Context: an optimization exercise on an open-source flow, tuned for small area, a short achievable clock period and few clock cycles per item. The choices shown serve that exercise and are no tape-out recipe.
In this exercise RTL edits were held to simulation tests only and were not proved equivalent to the original.

Setup of build 92:
// sum_node
module sum_node (
    input  wire         clk,
    input  wire         rst,         
    input  wire         in_valid,
    output wire         in_ready,
    input  wire [255:0] in_x,        
    input  wire [31:0]  in_cs,       
    input  wire [31:0]  in_ce,       
    input  wire         in_last,     
    output wire         out_valid,
    input  wire         out_ready,
    output wire [255:0] out_y,       
    output wire         out_sat      
);
Size in the first run: about 28000 cells after synthesis, about 2500 flip-flops.
clock: 22.0 ns
lec_check: 0
abc_clock_period_in_ps: 2500
cap_margin: 20
core_margin: 2
core_utilization: 50
gpl_timing_driven: 0
slew_margin: 20
synth_hierarchical: 1
synth_minimum_keep_size: 0
run.sh (not shown) runs the stock make flow with config.mk's settings and CLKGATE_MAP_FILE= SYNTH_SCRIPT=/design/flow/synth_recipe.tcl, a recipe that flattens the netlist after the stock synthesis.
Testbench counts of build 92, summed over its fixed seeds: cycles 7,778, sends 7,571.
> inputs changed (build 92 -> build 75)
==> flow/flow/run.sh (new file) <==
#!/bin/bash
set -euo pipefail
bash standard.sh 'BUFFER_PORTS_ARGS=-buffer_cell sky130_fd_sc_hd__buf_4' \
    SETUP_SLACK_MARGIN=15.5 finish > standard.log 2>&1
==> flow/standard.sh (new file) <==
#!/bin/bash
# synth_recipe.tcl (not shown) runs the flow's synth.tcl, then flattens the netlist and writes it again
# the make line also repeats each setting of config.mk as NAME=value (left out here)
make -C /OpenROAD-flow-scripts/flow DESIGN_CONFIG=/design/flow/config.mk WORK_HOME=/design/flow/orfs CLKGATE_MAP_FILE= SYNTH_SCRIPT=/design/flow/synth_recipe.tcl "${@:-finish}"
removed: flow/run.sh
### Flow results
Higher wire length of the first global-routing pass was reported by build 75, not build 92. [compare] base=build 92 new=build 75: worst slew margin relative to its limit decreased by 4.5 points relative to the old numbers; maximum clock frequency went up; slack of the critical path saw an increase.
Input-level comparison between build 15 and build 75:
==> flow/flow/run.sh <==
#!/bin/bash
# The standard layout, with every input and output port buffered by a buf_4
# instead of the default port buffer (a slow delay cell on sky130hd).
# The whole make output goes to standard.log in the work folder; ORFS keeps
# each step's log under orfs/logs.
set -euo pipefail
bash standard.sh 'BUFFER_PORTS_ARGS=-buffer_cell sky130_fd_sc_hd__buf_4' finish > standard.log 2>&1
==> comparison <==
- The final layout from build 15, which completed every stage, passed the timing, design-rule and antenna checks at the end of the flow.
- On clock edge transition at the registers on the reported setup and hold paths, build 15 tracks build 75 almost exactly.
- Build 15 vs build 75, launch point of the worst path: acc_s[403] vs acc_c[439]
- Looking at half-perimeter wire length after placement, build 15 sits 3.1% below build 75.
- Total stage count of the critical path, build 15 and build 75: lower on build 75
- Compared with build 75, build 15 shows worst stage delay on the critical path higher by 0.36 ns.
[inputs] build 39 vs build 15
==> flow/flow/run.sh <==
#!/bin/bash
set -euo pipefail
bash standard.sh 'BUFFER_PORTS_ARGS=-buffer_cell sky130_fd_sc_hd__buf_4' \
    SETUP_SLACK_MARGIN=15.8 finish > standard.log 2>&1
diff --git a/flow/config.mk b/flow/config.mk
--- a/flow/config.mk
+++ b/flow/config.mk
@@ -9,5 +9,6 @@
 export CAP_MARGIN = 20
 export CORE_MARGIN = 2
-export CORE_UTILIZATION = 50
+export CORE_UTILIZATION = 60
+export CTS_CLUSTER_SIZE = 40
 export GPL_TIMING_DRIVEN = 0
 export SLEW_MARGIN = 20
Results
Build 39: arrival time reported for the critical path endpoint 5.34 ns below build 15
When build 39 is measured against build 15, its met2 global-route usage turns out 9.2 points higher.
The combined area of the multi-input logic cells was comparable across build 15 and build 39.
Build 15 ended up with y[178] as its last element of the critical path; build 39 ended up with out_y[83].
[diff] maximum frequency, build 39 relative to build 15: improvement
The run showing the smaller critical path depth is build 39.
Going from build 15 to build 39, the wire length on met1 was found to have gone down by 29000 um.
The final layout from build 39, which completed every stage, passed the timing, design-rule and antenna checks at the end of the flow.
Looking at global-route usage, build 39 sits 7.2 points above build 15.
Per the comparison of build 39 with build 15, normalized max-slew margin went up by 1.6 points, via count saw an increase, detailed-placement wirelength estimate decreased by 6400 um relative to the old numbers.

## what the ideal ports hide
In the flow no input, the clock included, has a driving cell. The finished layouts below were timed again as built, in two steps. Step 1, drivers: a clkbuf_16 drives clk and a buf_2 each remaining input, both assumed. Step 2 times the ports against the registers' clock, not the clock port: input delays grow and output delays shrink by t, the midpoint of the rising clock arrivals with the driver on. a / b / c = ideal ports / drivers / drivers and shift; a / b = the first two.
run | t (ns) | setup slack, ns | worst register clock-pin slew, ns | pins driven straight from the clock port
build 92 | 1.168 | 15.138 / 15.138 / 15.138 | 0.08 / 0.08 | 1
build 75 | 1.192 | 15.593 / 15.593 / 15.593 | 0.07 / 0.07 | 1
build 15 | 1.177 | 15.323 / 15.323 / 15.323 | 0.08 / 0.08 | 1
build 39 | 1.169 | 15.689 / 15.537 / 15.809 | 0.08 / 0.08 | 1
After both steps setup and hold are still met in every run listed.
